This is an optimization exercise on Yosys and OpenROAD, whose aim is small area and a short achievable clock period, not a production implementation.
Where RTL was checked, it was by simulation tests only, not by an equivalence proof against the original.

==> wip/garnet <==
==> flow/design.v (excerpt) <==
module cvu (
    input  wire        clk,
    input  wire        rst,           
    input  wire [1:0]  cfg_poly,      
    input  wire        cfg_guard,     
    input  wire [31:0] cfg_xor,       
    input  wire        in_valid,
    input  wire        in_first,      
    input  wire        in_last,       
    input  wire [5:0]  in_words,      
    input  wire [63:0] in_guard,      
    input  wire [2:0]  in_nbytes,     
    input  wire [63:0] in_data,       
    input  wire        sw_we,
    input  wire [1:0]  sw_addr,       
    input  wire [31:0] sw_wdata,
    output reg  [31:0] cvrun,
    output wire [31:0] cvres,
    output reg         lostf,
    output reg         matchf,
    output reg         misf,
    output reg  [15:0] cvlost,
    output wire        busy
);
==> module cvu, before the edit <==
module cvu (
    input  wire        clk,
    input  wire        rst,           
    input  wire [1:0]  cfg_poly,      
    input  wire        cfg_guard,     
    input  wire [31:0] cfg_xor,       
    input  wire        in_valid,
    input  wire        in_first,      
    input  wire        in_last,       
    input  wire [5:0]  in_words,      
    input  wire [63:0] in_guard,      
    input  wire [2:0]  in_nbytes,     
    input  wire [63:0] in_data,       
    input  wire        sw_we,
    input  wire [1:0]  sw_addr,       
    input  wire [31:0] sw_wdata,
    output reg  [31:0] cvrun,
    output wire [31:0] cvres,
    output reg         lostf,
    output reg         matchf,
    output reg         misf,
    output reg  [15:0] cvlost,
    output wire        busy
);
    localparam DEPTH = 32;
    localparam W     = 70;            
    function [31:0] crc8;
        input [63:0] data;
        input [31:0] p;
        reg   [31:0] v;
        integer i, j;
        begin
            v = 32'd0;
            for (i = 0; i < 8; i = i + 1) begin
                v[7:0] = v[7:0] ^ data[8*i +: 8];
                for (j = 0; j < 8; j = j + 1)
                    v = (v >> 1) ^ (v[0] ? p : 32'd0);
            end
            crc8 = v;
        end
    endfunction
    reg [W-1:0] bank0 [0:DEPTH/2-1];    
    reg [W-1:0] bank1 [0:DEPTH/2-1];    
    reg [5:0]  wp, rp;                
    reg        in_acc;                
    reg [1:0]  in_poly;               
    wire [5:0] occ  = wp - rp;
    wire [6:0] need = {1'b0, in_words} + (cfg_guard ? 7'd1 : 7'd0);
    wire [6:0] room = DEPTH - {1'b0, occ};
    wire start  = in_valid && in_first;
    wire admit  = start && (need <= room);
    wire lose   = start && !admit;
    wire take   = in_valid && !in_first && in_acc;
    wire gword  = admit && cfg_guard;
    wire put    = admit || take;
    wire [1:0]   bpoly  = in_first ? cfg_poly : in_poly;
    wire [W-1:0] w_beat = {bpoly, in_last, in_nbytes, in_data};
    wire [W-1:0] w_grd  = {cfg_poly, 1'b0, 3'd7, in_guard};
    wire [W-1:0] din0   = (gword && !wp[0]) ? w_grd : w_beat;
    wire [W-1:0] din1   = (gword &&  wp[0]) ? w_grd : w_beat;
    wire [3:0] wrow   = wp[4:1];
    wire [3:0] wrow1  = wrow + 4'd1;
    wire       we0    = put && (!wp[0] || gword);
    wire [3:0] row0   = wp[0] ? wrow1 : wrow;
    wire       we1    = put && (wp[0] || gword);
    always @(posedge clk) begin
        if (we0) bank0[row0] <= din0;
        if (we1) bank1[wrow] <= din1;
    end
    reg [31:0] acc;
    reg        mid_item;              
    reg        pend_run, pend_exp;
    reg [31:0] pend_run_d, pend_exp_d;
    wire        apply_run = pend_run && !mid_item;
    wire        apply_exp = pend_exp && !mid_item;
    wire        nonempty  = (occ != 6'd0);
    wire        pop       = nonempty && !apply_run;
    wire [W-1:0] head  = rp[0] ? bank1[rp[4:1]] : bank0[rp[4:1]];
    wire [63:0]  hdata = head[63:0];
    wire [2:0]   hnb   = head[66:64];
    wire         hlast = head[67];
    wire [1:0]   hpoly = head[69:68];
    wire [31:0] vm  = (hpoly == 2'd2) ? {16'd0, acc[15:0]} : acc;
    wire [63:0] mx  = hdata ^ {32'd0, vm};
    wire [63:0] mal = mx << {~hnb, 3'b000};
    reg  [31:0] vsh;
    always @(*) begin
        case (hnb)
            3'd0:    vsh = {8'd0,  vm[31:8]};
            3'd1:    vsh = {16'd0, vm[31:16]};
            3'd2:    vsh = {24'd0, vm[31:24]};
            default: vsh = 32'd0;
        endcase
    end
    wire [31:0] c0 = crc8(mal, 32'h82F63B78);
    wire [31:0] c1 = crc8(mal, 32'hEDB88320);
    wire [31:0] c2 = crc8(mal, 32'h00008408);
    wire [31:0] cs = (hpoly == 2'd0) ? c0 : (hpoly == 2'd1) ? c1 : c2;
    wire [31:0] acc_next = cs ^ vsh;
    wire [31:0] res_full = cvrun ^ cfg_xor;
    assign cvres = (cfg_poly == 2'd2) ? {16'd0, res_full[15:0]} : res_full;
    assign busy  = nonempty || mid_item || pend_run || pend_exp;
    wire clr = sw_we && (sw_addr == 2'd2);
    always @(posedge clk) begin
        if (rst) begin
            wp         <= 6'd0;
            rp         <= 6'd0;
            in_acc     <= 1'b0;
            in_poly    <= 2'd0;
            acc        <= 32'd0;
            cvrun      <= 32'd0;
            mid_item   <= 1'b0;
            pend_run   <= 1'b0;
            pend_exp   <= 1'b0;
            pend_run_d <= 32'd0;
            pend_exp_d <= 32'd0;
            lostf      <= 1'b0;
            matchf     <= 1'b0;
            misf       <= 1'b0;
            cvlost     <= 16'd0;
        end else begin
            if (gword)
                wp <= wp + 6'd2;
            else if (put)
                wp <= wp + 6'd1;
            if (start) begin
                in_acc  <= admit;
                in_poly <= cfg_poly;
            end
            if (apply_run) begin
                acc   <= pend_run_d;
                cvrun <= pend_run_d;
            end else if (pop) begin
                rp  <= rp + 6'd1;
                acc <= acc_next;
                if (hlast) begin
                    cvrun    <= acc_next;
                    mid_item <= 1'b0;
                end else begin
                    mid_item <= 1'b1;
                end
            end
            if (sw_we && sw_addr == 2'd0) begin
                pend_run   <= 1'b1;
                pend_run_d <= sw_wdata;
            end else if (apply_run) begin
                pend_run   <= 1'b0;
            end
            if (sw_we && sw_addr == 2'd1) begin
                pend_exp   <= 1'b1;
                pend_exp_d <= sw_wdata;
            end else if (apply_exp) begin
                pend_exp   <= 1'b0;
            end
            if (lose)
                lostf <= 1'b1;
            else if (clr && sw_wdata[0])
                lostf <= 1'b0;
            if (apply_exp && pend_exp_d == cvres)
                matchf <= 1'b1;
            else if (clr && sw_wdata[1])
                matchf <= 1'b0;
            if (apply_exp && pend_exp_d != cvres)
                misf <= 1'b1;
            else if (clr && sw_wdata[2])
                misf <= 1'b0;
            if (lose)
                cvlost <= cvlost + 16'd1;
        end
    end
endmodule
make LEC_CHECK=0 CAP_MARGIN=20 CORE_MARGIN=2 CORE_UTILIZATION=40 SLEW_MARGIN=20 finish   # period 20.0 ns
run.sh (not shown) runs the stock make flow with config.mk's settings and CLKGATE_MAP_FILE= SYNTH_SCRIPT=/design/flow/synth_recipe.tcl, a recipe that flattens the netlist after the stock synthesis.
==> inputs of wip/nickel, as changes to wip/garnet <==
--- a/flow/design.v
+++ b/flow/design.v
@@ -23,24 +23,35 @@
     output wire        busy
 );
     localparam DEPTH = 32;
-    localparam W     = 70;            
-    function [31:0] crc8;
+    function [31:0] fold;
+        input [31:0] v_in;
         input [63:0] data;
-        input [31:0] p;
+        input [2:0]  nb;
+        input [1:0]  poly;
         reg   [31:0] v;
+        reg   [31:0] p;
         integer i, j;
         begin
-            v = 32'd0;
+            case (poly)
+                2'd0:    p = 32'h82F63B78;
+                2'd1:    p = 32'hEDB88320;
+                default: p = 32'h00008408;
+            endcase
+            v = (poly == 2'd2) ? {16'd0, v_in[15:0]} : v_in;
             for (i = 0; i < 8; i = i + 1) begin
-                v[7:0] = v[7:0] ^ data[8*i +: 8];
-                for (j = 0; j < 8; j = j + 1)
-                    v = (v >> 1) ^ (v[0] ? p : 32'd0);
+                if (i <= nb) begin
+                    v[7:0] = v[7:0] ^ data[8*i +: 8];
+                    for (j = 0; j < 8; j = j + 1)
+                        v = (v >> 1) ^ (v[0] ? p : 32'd0);
+                end
             end
-            crc8 = v;
+            fold = v;
         end
     endfunction
-    reg [W-1:0] bank0 [0:DEPTH/2-1];    
-    reg [W-1:0] bank1 [0:DEPTH/2-1];    
+    reg [63:0] buf_data  [0:DEPTH-1];
+    reg [2:0]  buf_nb    [0:DEPTH-1];
+    reg        buf_last  [0:DEPTH-1];
+    reg [1:0]  buf_poly  [0:DEPTH-1];
     reg [5:0]  wp, rp;                
     reg        in_acc;                
     reg [1:0]  in_poly;               
@@ -52,21 +63,6 @@
     wire lose   = start && !admit;
     wire take   = in_valid && !in_first && in_acc;
     wire gword  = admit && cfg_guard;
-    wire put    = admit || take;
-    wire [1:0]   bpoly  = in_first ? cfg_poly : in_poly;
-    wire [W-1:0] w_beat = {bpoly, in_last, in_nbytes, in_data};
-    wire [W-1:0] w_grd  = {cfg_poly, 1'b0, 3'd7, in_guard};
-    wire [W-1:0] din0   = (gword && !wp[0]) ? w_grd : w_beat;
-    wire [W-1:0] din1   = (gword &&  wp[0]) ? w_grd : w_beat;
-    wire [3:0] wrow   = wp[4:1];
-    wire [3:0] wrow1  = wrow + 4'd1;
-    wire       we0    = put && (!wp[0] || gword);
-    wire [3:0] row0   = wp[0] ? wrow1 : wrow;
-    wire       we1    = put && (wp[0] || gword);
-    always @(posedge clk) begin
-        if (we0) bank0[row0] <= din0;
-        if (we1) bank1[wrow] <= din1;
-    end
     reg [31:0] acc;
     reg        mid_item;              
     reg        pend_run, pend_exp;
@@ -75,32 +71,34 @@
     wire        apply_exp = pend_exp && !mid_item;
     wire        nonempty  = (occ != 6'd0);
     wire        pop       = nonempty && !apply_run;
-    wire [W-1:0] head  = rp[0] ? bank1[rp[4:1]] : bank0[rp[4:1]];
-    wire [63:0]  hdata = head[63:0];
-    wire [2:0]   hnb   = head[66:64];
-    wire         hlast = head[67];
-    wire [1:0]   hpoly = head[69:68];
-    wire [31:0] vm  = (hpoly == 2'd2) ? {16'd0, acc[15:0]} : acc;
-    wire [63:0] mx  = hdata ^ {32'd0, vm};
-    wire [63:0] mal = mx << {~hnb, 3'b000};
-    reg  [31:0] vsh;
-    always @(*) begin
-        case (hnb)
-            3'd0:    vsh = {8'd0,  vm[31:8]};
-            3'd1:    vsh = {16'd0, vm[31:16]};
-            3'd2:    vsh = {24'd0, vm[31:24]};
-            default: vsh = 32'd0;
-        endcase
-    end
-    wire [31:0] c0 = crc8(mal, 32'h82F63B78);
-    wire [31:0] c1 = crc8(mal, 32'hEDB88320);
-    wire [31:0] c2 = crc8(mal, 32'h00008408);
-    wire [31:0] cs = (hpoly == 2'd0) ? c0 : (hpoly == 2'd1) ? c1 : c2;
-    wire [31:0] acc_next = cs ^ vsh;
+    wire [4:0]  ri       = rp[4:0];
+    wire [31:0] acc_next = fold(acc, buf_data[ri], buf_nb[ri], buf_poly[ri]);
     wire [31:0] res_full = cvrun ^ cfg_xor;
     assign cvres = (cfg_poly == 2'd2) ? {16'd0, res_full[15:0]} : res_full;
     assign busy  = nonempty || mid_item || pend_run || pend_exp;
     wire clr = sw_we && (sw_addr == 2'd2);
+    always @(posedge clk) begin
+        if (gword) begin
+            buf_data[wp[4:0]] <= in_guard;
+            buf_nb[wp[4:0]]   <= 3'd7;
+            buf_last[wp[4:0]] <= 1'b0;
+            buf_poly[wp[4:0]] <= cfg_poly;
+            buf_data[wp[4:0] + 5'd1] <= in_data;
+            buf_nb[wp[4:0] + 5'd1]   <= in_nbytes;
+            buf_last[wp[4:0] + 5'd1] <= in_last;
+            buf_poly[wp[4:0] + 5'd1] <= cfg_poly;
+        end else if (admit) begin
+            buf_data[wp[4:0]] <= in_data;
+            buf_nb[wp[4:0]]   <= in_nbytes;
+            buf_last[wp[4:0]] <= in_last;
+            buf_poly[wp[4:0]] <= cfg_poly;
+        end else if (take) begin
+            buf_data[wp[4:0]] <= in_data;
+            buf_nb[wp[4:0]]   <= in_nbytes;
+            buf_last[wp[4:0]] <= in_last;
+            buf_poly[wp[4:0]] <= in_poly;
+        end
+    end
     always @(posedge clk) begin
         if (rst) begin
             wp         <= 6'd0;
@@ -121,7 +119,7 @@
         end else begin
             if (gword)
                 wp <= wp + 6'd2;
-            else if (put)
+            else if (admit || take)
                 wp <= wp + 6'd1;
             if (start) begin
                 in_acc  <= admit;
@@ -133,7 +131,7 @@
             end else if (pop) begin
                 rp  <= rp + 6'd1;
                 acc <= acc_next;
-                if (hlast) begin
+                if (buf_last[ri]) begin
                     cvrun    <= acc_next;
                     mid_item <= 1'b0;
                 end else begin
==> notes.md <==
wip/garnet passed the timing, DRC and antenna checks. wip/nickel completed with no timing, DRC or antenna violations. Critical path depth: wip/garnet is lower than wip/nickel (28). In wip/garnet the die area is lower than in wip/nickel, by 21%. Of wip/garnet and wip/nickel, wip/nickel has the higher cell area (gap 19%, measured against wip/nickel). Of wip/garnet and wip/nickel, wip/nickel has the higher synthesized cell count (gap about 36%, measured against wip/nickel). Between wip/garnet and wip/nickel, the lower global-route usage is in wip/garnet (gap 4.8 points).
==> figures <==
item	wip/nickel	wip/garnet
Netlist area before placement	0.146 mm^2	0.115 mm^2
End point of the most critical hold path	pend_run_d[10]$_SDFFE_PP0P_	pend_run_d[19]$_SDFFE_PP0P_
Max frequency	0.0522 GHz	0.0677 GHz
Placer Congestion	0.945	0.945
Sequential element share of the synthesized area	48.6%	61.4%
Reg2reg path depth	61	33
N_taps	4794	3762
Share of synthesized area spent on multiplexers	28.5%	14.1%
Data-path buffer share of cell area in the final layout	3.82%	3.36%
Result of the run	finished clean	finished clean
Tcrit/Tclk final	95.7%	73.9%
Clock buffer count from CTS	274	263
Worst Path Arrival	19.97 ns	15.56 ns
Antenna violations before repair	63	14
Number of non-clock inverters	44	23
Only the layout flow was run in wip/nickel; the RTL was not checked for function there.

static timing again, ports no longer ideal:
No port has a modelled driver above. Below, the same layouts with a new extraction and two added sets of constraints.
Step 1, drivers: a clkbuf_16 drives clk and a buf_2 each remaining input, both assumed.
Step 2 moves the port delays by t, midway between the first and last clock arrival at a register: inputs arrive t later, outputs are due t later. That takes back most of the time a late clock gives input paths.
a / b / c = no drivers / after step 1 / after step 2; a / b = the first two.
run	t, ns	slack for setup (ns)	slew at the worst register clock pin (ns)	worst data-port slew with drivers (ns)
wip/garnet	0.963	5.222 / 5.222 / 5.222	0.07 / 0.07	0.16
wip/nickel	1.026	0.859 / 0.859 / 0.859	0.08 / 0.08	0.27
After both steps every run listed still meets setup and hold.
